From an optimization exercise on the open Yosys and OpenROAD flow, aimed at small area, a short achievable clock period and few clock cycles per item; shortcuts taken in it are not production practice.
Function was checked by simulation only, so behaviour that the tests miss may differ from the original.
Power figures rest on the tool's default switching activity, not on a simulated workload.

### flow/run.sh
#!/bin/bash
# synth_recipe.tcl (not shown) runs the flow's synth.tcl, then flattens the netlist and writes it again
# the make line also repeats each setting of config.mk as NAME=value (left out here)
make -C /OpenROAD-flow-scripts/flow DESIGN_CONFIG=/design/flow/config.mk WORK_HOME=/design/flow/orfs CLKGATE_MAP_FILE= SYNTH_SCRIPT=/design/flow/synth_recipe.tcl finish
### flow/config.mk
export PLATFORM = sky130hd
export DESIGN_NAME = sluice_placer
export DESIGN_NICKNAME = sluice_placer
export VERILOG_FILES = /design/flow/design.v
export SDC_FILE = /design/flow/constraint.sdc
export NUM_CORES = 4
export LEC_CHECK = 0
export CAP_MARGIN = 20
export CORE_MARGIN = 2
export CORE_UTILIZATION = 40
export SLEW_MARGIN = 20
### flow/constraint.sdc
create_clock -name core_clock -period 11.0 [get_ports {clk}]
set_input_delay 2.2000 -clock core_clock [delete_from_list [all_inputs] [get_ports {clk}]]
set_output_delay 2.2000 -clock core_clock [all_outputs]
set_load 0.01 [all_outputs]
### flow/design.v
module sluice_div (
    input  wire [31:0] r,
    input  wire [3:0]  b,
    input  wire [31:0] p,
    output wire [31:0] r_out
);
    function [31:0] rstep(input [31:0] rr, input bi, input [31:0] pp);
        reg [32:0] t;
        reg [33:0] d;
        begin
            t = {rr, bi};
            d = {1'b0, t} - {2'b00, pp};
            rstep = d[33] ? t[31:0] : d[31:0];
        end
    endfunction
    wire [31:0] r1 = rstep(r,  b[3], p);
    wire [31:0] r2 = rstep(r1, b[2], p);
    wire [31:0] r3 = rstep(r2, b[1], p);
    assign r_out   = rstep(r3, b[0], p);
endmodule
module sluice_placer (
    input  wire        clk,
    input  wire        rst,
    input  wire        cmd_valid,
    output wire        cmd_ready,
    input  wire [2:0]  cmd_op,
    input  wire        cmd_lane,
    input  wire [8:0]  cmd_onu,
    input  wire [16:0] cmd_len,
    input  wire [16:0] cmd_pos,
    input  wire [7:0]  cmd_ovh,
    input  wire        cmd_grant,
    input  wire        cmd_torrent,
    input  wire [47:0] cmd_fns,
    input  wire [31:0] cmd_period,
    input  wire [31:0] cmd_phase,
    output reg         rsp_valid,
    output reg  [1:0]  rsp_status,
    output reg  [16:0] rsp_start,
    output reg  [7:0]  rsp_steps,
    output wire [16:0] rsp_cur0,
    output wire [16:0] rsp_cur1
);
    localparam OP_RUN    = 3'd0;
    localparam OP_SETPOS = 3'd1;
    localparam OP_PAD    = 3'd2;
    localparam OP_SYNC   = 3'd3;
    localparam OP_FLOW   = 3'd4;
    localparam OP_FIXED  = 3'd5;
    localparam OP_ALIGN  = 3'd6;
    localparam ST_OK    = 2'd0;
    localparam ST_NOFIT = 2'd1;
    localparam ST_LATE  = 2'd2;
    localparam M_IDLE = 3'd0;    
    localparam M_FIT  = 3'd1;    
    localparam M_MOD  = 3'd2;    
    localparam M_G    = 3'd3;    
    localparam M_S    = 3'd4;    
    localparam M_CHK  = 3'd5;    
    reg [16:0] fb;
    reg        torrent;
    reg [16:0] cur0, cur1;
    reg [10:0] items0, items1;
    reg        contf0, contf1;      
    reg [8:0]  lonu0, lonu1;        
    reg [15:0] rv0, rv1;            
    reg [16:0] rlo0 [0:15];
    reg [16:0] rhi0 [0:15];
    reg [16:0] rlo1 [0:15];
    reg [16:0] rhi1 [0:15];
    assign rsp_cur0 = cur0;
    assign rsp_cur1 = cur1;
    reg        ready_r;
    reg        cv;
    reg [2:0]  c_op;
    reg        c_lane;
    reg [8:0]  c_onu;
    reg [16:0] c_len;
    reg [16:0] c_pos;
    reg [7:0]  c_ovh;
    reg        c_grant;
    reg        c_torrent;
    reg [47:0] c_fns;
    reg [31:0] c_per;
    reg [31:0] c_ph;
    reg [17:0] c_inc;               
    reg [17:0] c_xlo;               
    reg [17:0] c_xend;              
    assign cmd_ready = ready_r;
    wire accept = cmd_valid & ready_r;
    reg [2:0]  mode;
    reg        x_lane;
    reg        x_grant;
    reg [8:0]  x_onu;
    reg [16:0] xw;                  
    reg [8:0]  x_o;                 
    reg [17:0] x_inc;               
    reg        sbig;                
    reg [31:0] r;                   
    reg [3:0]  cnt;                 
    reg [16:0] g;                   
    reg        gbig;
    reg [16:0] p17;
    reg        pbig;
    reg [7:0]  steps;
    reg [2:0]  j_in;
    always @(*) begin
        if      (cmd_period[31:28] != 4'd0) j_in = 3'd7;
        else if (cmd_period[27:24] != 4'd0) j_in = 3'd6;
        else if (cmd_period[23:20] != 4'd0) j_in = 3'd5;
        else if (cmd_period[19:16] != 4'd0) j_in = 3'd4;
        else if (cmd_period[15:12] != 4'd0) j_in = 3'd3;
        else                                j_in = 3'd2;
    end
    reg [31:0] r_in;
    always @(*) begin
        case (j_in)
        3'd7:    r_in = {4'd0,  cmd_fns[47:20]};
        3'd6:    r_in = {8'd0,  cmd_fns[47:24]};
        3'd5:    r_in = {12'd0, cmd_fns[47:28]};
        3'd4:    r_in = {16'd0, cmd_fns[47:32]};
        3'd3:    r_in = {20'd0, cmd_fns[47:36]};
        default: r_in = {24'd0, cmd_fns[47:40]};
        endcase
    end
    wire [3:0] cnt_in = 4'd11 - {1'b0, j_in};
    wire [3:0]  nib = c_fns[{cnt, 2'b00} +: 4];
    wire [31:0] r_next;
    sluice_div u_div (.r(r), .b(nib), .p(c_per), .r_out(r_next));
    wire [32:0] gd  = {1'b0, c_ph} - {1'b0, r};
    wire [31:0] g0  = gd[32] ? (gd[31:0] + c_per) : gd[31:0];
    wire [17:0] g2  = torrent ? {g, 1'b0} : {1'b0, g};
    wire [32:0] g2w = {15'd0, g2};
    wire [32:0] sv  = (g2w << 13) + (g2w << 8) + (g2w << 1) + (g2w >> 3) + (g2w >> 7)
                    - (g2w << 11) - (g2w << 5) - (g2w >> 5) - (g2w >> 9) - (g2w >> 11)
                    + 33'd16378;
    wire [16:0] s_new = sv[30:14];
    wire [17:0] g_add = {1'b0, g} + {1'b0, p17};
    wire        g_nbig = gbig | pbig | g_add[17];
    wire        is_fit  = (mode == M_FIT);
    wire        is_chk  = (mode == M_CHK);
    wire        run_c   = (mode == M_IDLE) & cv;
    wire        lane    = (is_fit | is_chk) ? x_lane : c_lane;
    wire [16:0] cur_l   = lane ? cur1 : cur0;
    wire [10:0] items_l = lane ? items1 : items0;
    wire [15:0] rv_l    = lane ? rv1 : rv0;
    wire        contf_l = c_lane ? contf1 : contf0;
    wire [8:0]  lonu_l  = c_lane ? lonu1 : lonu0;
    wire        cont    = c_grant & contf_l & (lonu_l == c_onu);
    wire        use_ovh = c_grant & ~cont;
    wire [17:0] f_b     = {1'b0, cur_l} + (use_ovh ? c_inc : {1'b0, c_len});
    wire [16:0] f_s     = cur_l + (use_ovh ? {9'd0, c_ovh} : 17'd0);
    wire [17:0] x_b     = {1'b0, xw} + x_inc;
    wire [17:0] x_a     = {1'b0, xw} + {{9{x_o[8]}}, x_o};
    reg  [17:0] A;                  
    reg  [17:0] B;                  
    always @(*) begin
        if (is_fit)              begin A = {1'b0, xw};   B = x_b;   end
        else if (is_chk)         begin A = x_a;          B = x_b;   end
        else if (c_op == OP_FLOW) begin A = {1'b0, cur_l}; B = f_b; end
        else                     begin A = c_xlo;        B = c_xend; end
    end
    reg [15:0] ov0, ov1;
    integer k;
    always @(*) begin
        for (k = 0; k < 16; k = k + 1) begin
            ov0[k] = rv0[k] & ({1'b0, rlo0[k]} < B) & ({1'b0, rhi0[k]} > A);
            ov1[k] = rv1[k] & ({1'b0, rlo1[k]} < B) & ({1'b0, rhi1[k]} > A);
        end
    end
    wire [15:0] ov     = lane ? ov1 : ov0;
    wire        any_ov = |ov;
    wire [15:0] ov_1h  = ov & ~(ov - 16'd1);    
    reg  [16:0] hi_pick;
    always @(*) begin
        hi_pick = 17'd0;
        for (k = 0; k < 16; k = k + 1)
            hi_pick = hi_pick | ({17{ov_1h[k]}} & (lane ? rhi1[k] : rhi0[k]));
    end
    wire        b_over  = B > {1'b0, fb};
    wire        a_late  = A[17] | (A[16:0] < cur_l);
    wire        x_late  = a_late | b_over | any_ov;
    wire        x_nofit = items_l[10] | rv_l[15];
    wire        f_nofit = items_l[10];
    wire [15:0] slot_1h = ~rv_l & {rv_l[14:0], 1'b1};
    wire [16:0] pos_cur = c_lane ? cur1 : cur0;
    wire [17:0] pad_sum = {1'b0, pos_cur} + {1'b0, c_pos};
    wire [16:0] pad_v   = (pad_sum > {1'b0, fb}) ? fb : pad_sum[16:0];
    wire [16:0] setp_m  = (c_pos > pos_cur) ? c_pos : pos_cur;
    wire [16:0] setp_v  = (setp_m > fb) ? fb : setp_m;
    wire        c1_gt   = cur1 > cur0;
    wire [16:0] sync_v  = c1_gt ? cur1 : cur0;
    wire [16:0] fb_in   = c_torrent ? 17'd97200 : 17'd48600;
    wire [16:0] run_v   = (c_pos > fb_in) ? fb_in : c_pos;
    reg [2:0] mode_n;
    reg       consume;
    always @(*) begin
        mode_n  = mode;
        consume = 1'b0;
        case (mode)
        M_IDLE: if (cv) begin
            consume = 1'b1;
            if (c_op == OP_FLOW && !b_over && any_ov) mode_n = M_FIT;
            if (c_op == OP_ALIGN) mode_n = (cnt == 4'd0) ? M_G : M_MOD;
        end
        M_FIT:  if (b_over || !any_ov) mode_n = M_IDLE;
        M_MOD:  if (cnt == 4'd0) mode_n = M_G;
        M_G:    mode_n = M_S;
        M_S:    mode_n = M_CHK;
        M_CHK:  if (sbig || b_over || !x_late) mode_n = M_IDLE;
        default: mode_n = M_IDLE;
        endcase
    end
    wire       cv_n   = accept | (cv & ~consume);
    wire [2:0] op_n   = accept ? cmd_op : c_op;
    wire       ready_n = (mode_n != M_MOD) && (mode_n != M_G) &&
                         (!cv_n || (mode_n == M_IDLE && op_n != OP_ALIGN));
    always @(posedge clk) begin
        if (rst) begin
            ready_r   <= 1'b1;
            cv        <= 1'b0;
            mode      <= M_IDLE;
            rsp_valid <= 1'b0;
        end else begin
            ready_r   <= ready_n;
            cv        <= cv_n;
            mode      <= mode_n;
            rsp_valid <= 1'b0;
        end
        if (accept) begin
            c_op      <= cmd_op;
            c_lane    <= cmd_lane;
            c_onu     <= cmd_onu;
            c_len     <= cmd_len;
            c_pos     <= cmd_pos;
            c_ovh     <= cmd_ovh;
            c_grant   <= cmd_grant;
            c_torrent <= cmd_torrent;
            c_fns     <= cmd_fns;
            c_per     <= cmd_period;
            c_ph      <= cmd_phase;
            c_inc     <= {1'b0, cmd_len} + {10'd0, cmd_ovh};
            c_xlo     <= {1'b0, cmd_pos} - {10'd0, cmd_ovh};
            c_xend    <= {1'b0, cmd_pos} + {1'b0, cmd_len};
            r         <= r_in;
            cnt       <= cnt_in;
        end else if ((run_c && c_op == OP_ALIGN) || mode == M_MOD) begin
            r         <= r_next;
            cnt       <= cnt - 4'd1;
        end
        if (!rst) begin
        case (mode)
        M_IDLE: if (cv) begin
            rsp_start <= 17'd0;
            rsp_steps <= 8'd0;
            rsp_status <= ST_OK;
            case (c_op)
            OP_RUN: begin
                rsp_valid <= 1'b1;
                fb      <= fb_in;
                torrent <= c_torrent;
                cur0    <= run_v;
                cur1    <= run_v;
                items0  <= 11'd0;
                items1  <= 11'd0;
                contf0  <= 1'b0;
                contf1  <= 1'b0;
            end
            OP_SETPOS, OP_PAD: begin
                rsp_valid <= 1'b1;
                if (c_lane) begin
                    cur1   <= (c_op == OP_PAD) ? pad_v : setp_v;
                    if (((c_op == OP_PAD) ? pad_v : setp_v) != cur1) contf1 <= 1'b0;
                end else begin
                    cur0   <= (c_op == OP_PAD) ? pad_v : setp_v;
                    if (((c_op == OP_PAD) ? pad_v : setp_v) != cur0) contf0 <= 1'b0;
                end
            end
            OP_SYNC: begin
                rsp_valid <= 1'b1;
                cur0 <= sync_v;
                cur1 <= sync_v;
                if (c1_gt)        contf0 <= 1'b0;
                if (cur0 > cur1)  contf1 <= 1'b0;
            end
            OP_FLOW: begin
                if (b_over || (!any_ov && f_nofit)) begin
                    rsp_valid  <= 1'b1;
                    rsp_status <= ST_NOFIT;
                end else if (!any_ov) begin
                    rsp_valid <= 1'b1;
                    rsp_start <= f_s;
                    if (c_lane) begin
                        cur1 <= B[16:0]; items1 <= items1 + 11'd1;
                        contf1 <= c_grant; lonu1 <= c_onu;
                    end else begin
                        cur0 <= B[16:0]; items0 <= items0 + 11'd1;
                        contf0 <= c_grant; lonu0 <= c_onu;
                    end
                end
                x_lane  <= c_lane;
                x_grant <= c_grant;
                x_onu   <= c_onu;
                xw      <= hi_pick;
                x_o     <= c_grant ? {1'b0, c_ovh} : 9'd0;
                x_inc   <= c_grant ? c_inc : {1'b0, c_len};
            end
            OP_FIXED: begin
                rsp_valid <= 1'b1;
                if (x_late) begin
                    rsp_status <= ST_LATE;
                end else if (x_nofit) begin
                    rsp_status <= ST_NOFIT;
                end else begin
                    rsp_start <= c_pos;
                    if (c_lane) items1 <= items1 + 11'd1;
                    else        items0 <= items0 + 11'd1;
                end
            end
            OP_ALIGN: begin
                x_lane <= c_lane;
                x_o    <= -{1'b0, c_ovh};
                x_inc  <= {1'b0, c_len};
                steps  <= 8'd0;
            end
            default: rsp_valid <= 1'b1;
            endcase
        end
        M_FIT: begin
            rsp_start <= 17'd0;
            rsp_steps <= 8'd0;
            rsp_status <= ST_OK;
            xw <= hi_pick;
            if (b_over || (!any_ov && f_nofit)) begin
                rsp_valid  <= 1'b1;
                rsp_status <= ST_NOFIT;
            end else if (!any_ov) begin
                rsp_valid <= 1'b1;
                rsp_start <= x_a[16:0];
                if (x_lane) begin
                    cur1 <= B[16:0]; items1 <= items1 + 11'd1;
                    contf1 <= x_grant; lonu1 <= x_onu;
                end else begin
                    cur0 <= B[16:0]; items0 <= items0 + 11'd1;
                    contf0 <= x_grant; lonu0 <= x_onu;
                end
            end
        end
        M_G: begin
            g    <= g0[16:0];
            gbig <= |g0[31:17];
            p17  <= c_per[16:0];
            pbig <= |c_per[31:17];
        end
        M_S: begin
            xw   <= s_new;
            sbig <= gbig;
            g    <= g_add[16:0];
            gbig <= g_nbig;
        end
        M_CHK: begin
            xw    <= s_new;
            sbig  <= gbig;
            g     <= g_add[16:0];
            gbig  <= g_nbig;
            steps <= steps + 8'd1;
            rsp_start <= 17'd0;
            rsp_steps <= steps + 8'd1;
            rsp_status <= ST_OK;
            if (sbig || b_over) begin
                rsp_valid  <= 1'b1;
                rsp_status <= ST_LATE;
            end else if (!x_late) begin
                rsp_valid <= 1'b1;
                if (x_nofit) begin
                    rsp_status <= ST_NOFIT;
                end else begin
                    rsp_start <= xw;
                    if (x_lane) items1 <= items1 + 11'd1;
                    else        items0 <= items0 + 11'd1;
                end
            end
        end
        default: ;
        endcase
        end
    end
    wire res_we = !rst && ((run_c && c_op == OP_FIXED) || is_chk) &&
                  !(is_chk && sbig) && !x_late && !x_nofit;
    always @(posedge clk) begin
        if (!rst && run_c && c_op == OP_RUN) begin
            rv0 <= 16'd0;
            rv1 <= 16'd0;
        end else if (res_we) begin
            if (lane) rv1 <= {rv1[14:0], 1'b1};
            else      rv0 <= {rv0[14:0], 1'b1};
        end
        for (k = 0; k < 16; k = k + 1) begin
            if (res_we && slot_1h[k] && !lane) begin
                rlo0[k] <= A[16:0];
                rhi0[k] <= B[16:0];
            end
            if (res_we && slot_1h[k] && lane) begin
                rlo1[k] <= A[16:0];
                rhi1[k] <= B[16:0];
            end
        end
    end
endmodule
==> qor.yml <==
status:
  status: "complete, but fails checks"
  so_faults: "setup timing"
final_layout:
  nFillCells: 23970
  regArea_um2: 47340
  multi_input_area_um2: 58630
  nNetsFinal: 12540
  post-route-util_pct: 48.12
  drive_gt1_share_pct: 14.06
  syn2layout_area_growth_pct: 19.45
floorplan:
  die_h_um: 521.4
  rows: 189
  core_area_um2: 265800
  initial_core_util_pct: 40.28
  die_area_um2: 271800
  chipWidth_um: 521.4
  ios: 235
timing:
  finalHoldViolations: 0
  fin_skew_ps: 101.4
  post-route-period-util_pct: 104.9
  fmax_mhz: 86.67
  finalSetupViolCount: 32
  hold_slack_ps: 490.6
  finalSetupTns_ps: -14820
  slew_headroom_pct: 14.57
  slew_violations: 0
  setup_ws_ps: -538.1
  rsz0062_at_grt: "true"
  tightest_slew_ps: 1249
  min_period_ps: 11540
worst_setup_path:
  r2r_end: "r[30]"
  r2r_cells: 62
  cp_common_cell: "a21oi_2"
  cp-start-kind: "register"
  arrival_ps: 12070
  worst-path-max-fanout: 6
  slowest_stage: "mux4_2"
  cpPeakStageDelay_ps: 530
  critPathRequiredTime_ps: 11530
  endpoint_kind: "register"
  reg2reg_slack_ps: -540
  r2r-start: "cnt[0]"
  crit_type: "register to register"
clock_tree:
  cts_buffers: 188
  htree_num_levels: 4
  cts_buffer_depth: 4
  cts_num_sinks: 1590
  path_clk_slew_ps: 60
  cts_hold_buf: 0
  root_buffer: "clkbuf_16"
  cts_tree: "done"
  insertion_delay_ps: 910
grt:
  grt_antenna_before_repair: 31
  grt_pass1_vias: 86490
  grt_start_max_net_pins: 153
  grt_pass1_wl_mm: 585.0
  grtUsageTotal_pct: 29.10
  gr-total-overflow: 0
routing:
  drt_iter0_markers: 9275
  drcViolationCount: 0
  vias_per_cell: 6.066
  wl_mm: 406.8
  wl_per_cell_um: 28.27
  drt_pass1_iterations: 6
  ant_nets: 0
  route.vias.total: 87300
job:
  maxCapViolations: 0
synth:
  synth-warning-count: 6
  ys_seq_area_share_pct: 44.21
  synth.area.top_cells: "edfxtp_1 (43%), ha_1 (18%), a21oi_1 (3.3%), nand2_1 (2.6%), mux2i_1 (2.3%)"
  synth_top_area_cell: "edfxtp_1"
  syn_nets: 11460
  synth_edf_count: 1549
  synth_async_sr_flop_share_pct: 0
  netlist_area_um2: 107100
  syn_inst: 9621
  synth_common_cells: "ha_1 (1563), edfxtp_1 (1549), nand2_1 (749), a21oi_1 (710), nor2_1 (517)"
  synth.top_cell.area_share_pct: 43.44
  yosysMostFrequentCell: "ha_1"
  ys.flop_type: "edfxtp_1"
  syn_area_per_cell_um2: 11.13
  synth_cell_types: 95
  ys_ff_latch: 1590
power:
  leakage_nw: 52.50
  p_per_area_nw_per_um2: 350.2
  irDropWorstVdd_v: 0.001640
  finalPower_mw: 44.79
placed_design:
  dp_hpwl_mm: 295.0
  gp_congestion: 0.9749
  pre_cts_slack_ps: -1037
  port_buffers: 234
worst_hold_path:
  hp-class: "register to register"
  min_delay_path_depth: 0
  worstHoldStart: "c_onu[3]"
  hold_path_end: "x_onu[3]"
==> stage by stage <==
stage               instances  instance area, um^2
floorplan                9621               107800
global placement        13980               120600
detailed placement      13980               120600
CTS                     14360               127400
global route            14390               127900
finish                  14390               127900
==> worst max-delay path, delay by kind of cell, from the launching register on <==
family / cells / cell delay [ps]
AO/OA/AOI/OAI: 30 / 5540
XOR/XNOR: 1 / 90
adder cells (fa/ha/maj): 5 / 1230
buffers and inverters: 11 / 1470
flip-flops: 1 / 460
multiplexers: 4 / 1230
AND/OR/NAND/NOR: 11 / 1230
==> worst max path at each step <==
stage	slack (ps)	startpoint	cells after the start	end
after floorplan	-180	cnt[0]	57	r[23]
after global placement	-880	cnt[0]	56	r[0]
after detailed placement	-1040	cnt[0]	56	r[0]
after CTS	-670	cnt[0]	59	r[21]
after global routing	-1160	cnt[0]	61	r[8]
final	-540	cnt[0]	62	r[30]
==> report_power, final <==
part / internal [mW] / switching (mW) / total [mW] / leakage [nW]
Clock: 3.60 / 2.65 / 6.25 / 2.92
Sequential: 7.31 / 0.220 / 7.53 / 14.5
Combinational: 15.7 / 15.3 / 31.0 / 35.1
==> cell type report <==
cell class	instances	area share, %
diodes	9	0.01761
clock buffers	241	3.954
clock inverters	96	0.7269
inverters	508	1.503
multi-input cells	7298	45.84
flip-flops and latches	1590	37.01
well taps	3533	3.456
repair buffers	1117	7.487
==> cells in the final DEF, fill, tap and decap left out, drive strengths merged, types with 242 or more instances in the layout <==
cell / instances
nand2: 750
a21o: 334
buf: 882
a21oi: 711
nor2: 517
o21ai: 463
mux2i: 251
inv: 513
clkbuf: 242
edfxtp: 1549
ha: 1563
==> per-layer routing <==
| metal | wire, um | part of all wire (%) | vias up | GRT usage (%) |
|---|---|---|---|---|
| met5 | 159 | 0.039 | - | 0 |
| met4 | 23910 | 5.9 | 22 | 14.90 |
| met3 | 34480 | 8.5 | 990 | 4.848 |
| met2 | 184600 | 45 | 4016 | 46.62 |
| met1 | 163700 | 40 | 43010 | 37.88 |
| li1 | - | - | 39260 | - |
==> registers in the layout, indices dropped and copies added, names as in the netlist, 16 cells and up <==
name,cells
c_len,17
rhi0,272
c_fns,48
rlo0,272
rv1,16
rhi1,272
rlo1,272
g,17
c_xlo,18
rsp_start,17
rv0,16
c_xend,18
c_inc,18
r,32
xw,17
cur0,17
c_ph,32
p17,17
c_pos,17
c_per,32
x_inc,18
cur1,17
==> logic make-up (layout without fill, tap and decap cells) <==
logic type	count (synthesis)	after routing	synth area share, %
adders and majority gates	1669	1669	20.25
and+or+nand+nor	2368	2368	10.82
xor gates and xnor gates	306	306	2.516
muxes	347	347	3.482
buffers and inverters	734	1962	2.617
other	0	9	0
DFF	1590	1590	44.21
AOI/OAI and AO/OA	2607	2608	16.10
==> what timing repair did <==
item                       in CTS  in global routing
gates cloned                    6                  2
gates resized for setup        76                 54
setup buffers                  34                 25
setup endpoints to repair     189               1220
pin swaps                      31                 33
Testbench counts, summed over its fixed seeds: cycles 37,886, items 19,544.

==> port drivers added, routing unchanged <==
How much do the figures lean on ideal ports? The routed layout below was timed once more, with nothing changed but the port constraints. Step 1 sets driving cells, clkbuf_16 on the clock port and buf_2 on the other inputs (assumed; they add their load-dependent delay and slew). Step 2 moves the port delays by t, midway between the first and last clock arrival at a register: inputs arrive t later, outputs are due t later. That takes back most of the time a late clock gives input paths. Slacks: no drivers / after step 1 / after step 2; pairs: no drivers / after step 1.
t, ns: 0.954
slack for setup (ns): -0.538 / -0.538 / -0.538
worst register clock-pin slew, ns: 0.07 / 0.07
pins driven straight from the clock port: 1
For this run, drivers alone change the setup slack by 0.000 ns; drivers and shift together by 0.000 ns.
